Source: an optimization exercise on an open RTL-to-GDS flow (aim: small area, a short achievable clock period and few clock cycles per item). Production flows keep margins and buffers that such runs may drop.
At most, simulation tests tie the RTL to the original design; equivalence was not proved.

// cph_aes
module cph_aes (
    input  wire         clk,
    input  wire         rst,          
    input  wire         in_valid,
    output wire         in_ready,
    input  wire [255:0] in_key,       
    input  wire [127:0] in_block,     
    output reg          out_valid,
    output wire [127:0] out_block     
);
For scale: ~5500 cells after synthesis, ~1100 flip-flops, about 520 I/O pins, about 57000 sq um of cells after synthesis.
==> module g_mux2i, before the edit <==
module g_mux2i (input wire a, input wire b, input wire s, output wire y); assign y = ~(s ? b : a); endmodule
==> module cph_aes, before the edit <==
module cph_aes (
    input  wire         clk,
    input  wire         rst,          
    input  wire         in_valid,
    output wire         in_ready,
    input  wire [255:0] in_key,       
    input  wire [127:0] in_block,     
    output reg          out_valid,
    output wire [127:0] out_block     
);
    reg          s_busy;
    reg  [3:0]   s_round;             
    reg  [127:0] st;                  
    reg  [127:0] qa;                  
    reg  [127:0] qb;                  
    reg          p_busy;
    reg  [3:0]   p_round;             
    reg  [351:0] pm;                  
    reg  [127:0] ra, rb;              
    reg  [87:0] rm;                  
    wire load = !p_busy;
    assign in_ready  = load;
    assign out_block = st;
    genvar g;
    wire [351:0] pm_d;
    wire [87:0] rm_d;
    generate
        for (g = 0; g < 16; g = g + 1) begin : g_sbh
            aes_sbox_hi u_sb (.a(st[127 - 8*g -: 8]), .m(pm_d[351 - 22*g -: 22]));
        end
        for (g = 0; g < 4; g = g + 1) begin : g_ksbh
            aes_sbox_hi u_ksb (.a(qb[31 - 8*g -: 8]), .m(rm_d[87 - 22*g -: 22]));
        end
    endgenerate
    wire [127:0] sub;
    generate
        for (g = 0; g < 16; g = g + 1) begin : g_sbl
            aes_sbox_lo u_sb (.m(pm[351 - 22*g -: 22]), .y(sub[127 - 8*g -: 8]));
        end
    endgenerate
    wire [127:0] shf;
    generate
        for (g = 0; g < 16; g = g + 1) begin : g_sr
            assign shf[127 - 8*g -: 8] = sub[127 - 8*((g + 4*(g % 4)) % 16) -: 8];
        end
    endgenerate
    wire p_last = (p_round == 4'd14);
    wire mc_en  = !p_last && !load;
    wire [127:0] mg;           
    generate
        for (g = 0; g < 4; g = g + 1) begin : g_mc
            aes_mixcol u_mc (.c(shf[127 - 32*g -: 32]), .en(mc_en), .g(mg[127 - 32*g -: 32]));
        end
    endgenerate
    wire [127:0] rk_n, dat_n, rnd_out;
    generate
        for (g = 0; g < 128; g = g + 1) begin : g_ark
            wire x;
            g_mux2i u_k (.a(rb[g]),  .b(in_key[128 + g]), .s(load), .y(rk_n[g]));
            g_mux2i u_d (.a(shf[g]), .b(in_block[g]),     .s(load), .y(dat_n[g]));
            g_xor2  u_x (.a(dat_n[g]), .b(rk_n[g]), .y(x));
            g_xnor2 u_m (.a(x), .b(mg[g]), .y(rnd_out[g]));
        end
    endgenerate
    wire [31:0] ksub;
    generate
        for (g = 0; g < 4; g = g + 1) begin : g_ksbl
            aes_sbox_lo u_ksb (.m(rm[87 - 22*g -: 22]), .y(ksub[31 - 8*g -: 8]));
        end
    endgenerate
    reg [7:0] rcon;
    always @(*) begin
        case (p_round[3:1])
            3'd0:    rcon = 8'h01;
            3'd1:    rcon = 8'h02;
            3'd2:    rcon = 8'h04;
            3'd3:    rcon = 8'h08;
            3'd4:    rcon = 8'h10;
            3'd5:    rcon = 8'h20;
            3'd6:    rcon = 8'h40;
            default: rcon = 8'h80;
        endcase
    end
    wire [31:0] t = p_round[0] ? ({ksub[23:0], ksub[31:24]} ^ {rcon, 24'h0}) : ksub;
    wire [31:0] b0 = ra[127:96], b1 = ra[95:64], b2 = ra[63:32], b3 = ra[31:0];
    wire [31:0] c1, c2, c3, n0, n1, n2, n3;
    generate
        for (g = 0; g < 32; g = g + 1) begin : g_ks
            g_xor2  u_p1 (.a(b0[g]), .b(b1[g]), .y(c1[g]));     
            g_xor2  u_p2 (.a(c1[g]), .b(b2[g]), .y(c2[g]));     
            g_xor2  u_p3 (.a(c2[g]), .b(b3[g]), .y(c3[g]));     
            g_xnor2 u_n0 (.a(b0[g]), .b(t[g]),  .y(n0[g]));
            g_xor2  u_n1 (.a(c1[g]), .b(t[g]),  .y(n1[g]));
            g_xnor2 u_n2 (.a(c2[g]), .b(t[g]),  .y(n2[g]));
            g_xor2  u_n3 (.a(c3[g]), .b(t[g]),  .y(n3[g]));
        end
    endgenerate
    always @(posedge clk) begin
        if (rst) begin
            s_busy    <= 1'b0;
            p_busy    <= 1'b0;
            out_valid <= 1'b0;
            s_round   <= 4'd1;
            p_round   <= 4'd1;
        end else begin
            p_busy    <= s_busy;
            p_round   <= s_round;
            out_valid <= p_busy && p_last;
            if (load) begin
                s_busy  <= in_valid;
                s_round <= 4'd1;
            end else begin
                s_busy  <= !p_last;
                s_round <= p_round + 4'd1;
            end
        end
    end
    always @(posedge clk) begin
        pm <= pm_d;
        ra <= qa;
        rb <= qb;
        rm <= rm_d;
        st <= rnd_out;
        qa <= rk_n;
        qb <= load ? in_key[127:0] : {n0, n1, n2, n3};
    end
endmodule
==> flow/config.mk <==
export PLATFORM = sky130hd
export DESIGN_NAME = cph_aes
export DESIGN_NICKNAME = cph_aes
export VERILOG_FILES = /design/flow/design.v
export SDC_FILE = /design/flow/constraint.sdc
export NUM_CORES = 8
export LEC_CHECK = 0
export CAP_MARGIN = 20
export CORE_MARGIN = 2
export CORE_UTILIZATION = 45
export PLACE_DENSITY = 0.6
export SETUP_SLACK_MARGIN = 4.7
export SLEW_MARGIN = 20
export SYNTH_HIERARCHICAL = 1
export SYNTH_MINIMUM_KEEP_SIZE = 0
==> flow/constraint.sdc <==
create_clock -name core_clock -period 8.0 [get_ports {clk}]
set_input_delay 1.6000 -clock core_clock [delete_from_list [all_inputs] [get_ports {clk}]]
set_output_delay 1.6000 -clock core_clock [all_outputs]
set_load 0.01 [all_outputs]
standard.sh (not shown) runs the stock make flow with config.mk's settings and CLKGATE_MAP_FILE= SYNTH_SCRIPT=/design/flow/synth_recipe.tcl, a recipe that flattens the netlist after the stock synthesis.
==> flow/flow/run.sh <==
#!/bin/bash
# The standard layout, except that the port buffers are plain
# sky130_fd_sc_hd__buf_1 cells rather than the delay cells buffer_ports picks.
set -euo pipefail
bash standard.sh "BUFFER_PORTS_ARGS=-buffer_cell sky130_fd_sc_hd__buf_1" finish > standard_flow.log 2>&1
Testbench counts at the start, summed over its fixed seeds: cycles 48,634, items 3,238.
Change:
--- a/flow/design.v
+++ b/flow/design.v
@@ -1,11 +1,10 @@
 module g_xor2  (input wire a, input wire b, output wire y); assign y = a ^ b;    endmodule
 module g_xnor2 (input wire a, input wire b, output wire y); assign y = ~(a ^ b); endmodule
 module g_nand2 (input wire a, input wire b, output wire y); assign y = ~(a & b); endmodule
 module g_nor2  (input wire a, input wire b, output wire y); assign y = ~(a | b); endmodule
-module g_mux2i (input wire a, input wire b, input wire s, output wire y); assign y = ~(s ? b : a); endmodule
 module aes_sbox_hi (
     input  wire [7:0]  a,
     output wire [21:0] m
 );
     wire U0 = a[7], U1 = a[6], U2 = a[5], U3 = a[4], U4 = a[3], U5 = a[2], U6 = a[1], U7 = a[0];
     wire T1, T2, T3, T4, T5, T6, T7, T8, T9, T10, T11, T12, T13, T14, T15, T16, T17, T18, T19, T20, T21, T22, T23, T24, T25, T26, T27, M1, M2, M3, M4, M5, M6, M7, M8, M9, M10, M11, M12, M13, M14, M15, M16, M17, M18, M19, M20, M21, M22, M23, M24, M25, M26, M27, M28, M29, M30, M31, M32, M33, M34, M35, M36, M37, M38, M39, M40, M41, M42, M43, M44, M47, M48, M50, M51, M56, M57, M59, M60;
@@ -229,19 +228,19 @@
     wire [127:0] mg;           
     generate
         for (g = 0; g < 4; g = g + 1) begin : g_mc
             aes_mixcol u_mc (.c(shf[127 - 32*g -: 32]), .en(mc_en), .g(mg[127 - 32*g -: 32]));
         end
     endgenerate
-    wire [127:0] rk_n, dat_n, rnd_out;
+    wire [127:0] rk  = load ? in_key[255:128] : rb;
+    wire [127:0] dat = load ? in_block : shf;
+    wire [127:0] rnd_out;
     generate
         for (g = 0; g < 128; g = g + 1) begin : g_ark
             wire x;
-            g_mux2i u_k (.a(rb[g]),  .b(in_key[128 + g]), .s(load), .y(rk_n[g]));
-            g_mux2i u_d (.a(shf[g]), .b(in_block[g]),     .s(load), .y(dat_n[g]));
-            g_xor2  u_x (.a(dat_n[g]), .b(rk_n[g]), .y(x));
+            g_xor2  u_x (.a(dat[g]), .b(rk[g]), .y(x));
             g_xnor2 u_m (.a(x), .b(mg[g]), .y(rnd_out[g]));
         end
     endgenerate
     wire [31:0] ksub;
     generate
         for (g = 0; g < 4; g = g + 1) begin : g_ksbl
@@ -259,23 +258,23 @@
             3'd5:    rcon = 8'h20;
             3'd6:    rcon = 8'h40;
             default: rcon = 8'h80;
         endcase
     end
     wire [31:0] t = p_round[0] ? ({ksub[23:0], ksub[31:24]} ^ {rcon, 24'h0}) : ksub;
-    wire [31:0] b0 = ra[127:96], b1 = ra[95:64], b2 = ra[63:32], b3 = ra[31:0];
-    wire [31:0] c1, c2, c3, n0, n1, n2, n3;
+    wire [31:0] a0 = ra[127:96], a1 = ra[95:64], a2 = ra[63:32], a3 = ra[31:0];
+    wire [31:0] a01, a012, a0123, n0, n1, n2, n3;
     generate
         for (g = 0; g < 32; g = g + 1) begin : g_ks
-            g_xor2  u_p1 (.a(b0[g]), .b(b1[g]), .y(c1[g]));     
-            g_xor2  u_p2 (.a(c1[g]), .b(b2[g]), .y(c2[g]));     
-            g_xor2  u_p3 (.a(c2[g]), .b(b3[g]), .y(c3[g]));     
-            g_xnor2 u_n0 (.a(b0[g]), .b(t[g]),  .y(n0[g]));
-            g_xor2  u_n1 (.a(c1[g]), .b(t[g]),  .y(n1[g]));
-            g_xnor2 u_n2 (.a(c2[g]), .b(t[g]),  .y(n2[g]));
-            g_xor2  u_n3 (.a(c3[g]), .b(t[g]),  .y(n3[g]));
+            g_xor2 u_p1 (.a(a0[g]),   .b(a1[g]),  .y(a01[g]));
+            g_xor2 u_p2 (.a(a01[g]),  .b(a2[g]),  .y(a012[g]));
+            g_xor2 u_p3 (.a(a012[g]), .b(a3[g]),  .y(a0123[g]));
+            g_xor2 u_n0 (.a(a0[g]),   .b(t[g]),   .y(n0[g]));
+            g_xor2 u_n1 (.a(a01[g]),  .b(t[g]),   .y(n1[g]));
+            g_xor2 u_n2 (.a(a012[g]), .b(t[g]),   .y(n2[g]));
+            g_xor2 u_n3 (.a(a0123[g]),.b(t[g]),   .y(n3[g]));
         end
     endgenerate
     always @(posedge clk) begin
         if (rst) begin
             s_busy    <= 1'b0;
             p_busy    <= 1'b0;
@@ -298,10 +297,10 @@
     always @(posedge clk) begin
         pm <= pm_d;
         ra <= qa;
         rb <= qb;
         rm <= rm_d;
         st <= rnd_out;
-        qa <= rk_n;
+        qa <= rk;
         qb <= load ? in_key[127:0] : {n0, n1, n2, n3};
     end
 endmodule
Result:
- setup slack gets worse by 0.0062 ns
- clock-buffer cell count does not change
- worst hold slack gets worse by 0.040 ns
- non-clock buffer count is lower by 55
- final area is higher by 0.96%
The RTL of the second run of this note was laid out without a check of its function.

[port drivers added, routing unchanged]
No port has a modelled driver above. Below, the same layouts with a new extraction and two added sets of constraints.
Step 1 assumes that a clkbuf_16 drives the clock port and a buf_2 every other input.
Step 2, shift: input delay + t, output delay - t, t = (earliest + latest rising clock arrival at the registers) / 2. This alone moves slack from input paths to output paths.
Slacks: ideal / step 1 / step 2; pairs: ideal / step 1.
| run | t, ns | setup WS [ns] | worst register clock-pin slew, ns | worst slew at a driven data input, ns | cell pins on the clock port's net |
|---|---|---|---|---|---|
| the first run | 0.768 | 4.720 / 4.649 / 4.720 | 0.07 / 0.07 | 0.18 | 1 |
| the second run | 0.819 | 4.714 / 4.706 / 4.714 | 0.07 / 0.07 | 0.17 | 1 |
After both steps setup and hold are still met in every run listed.
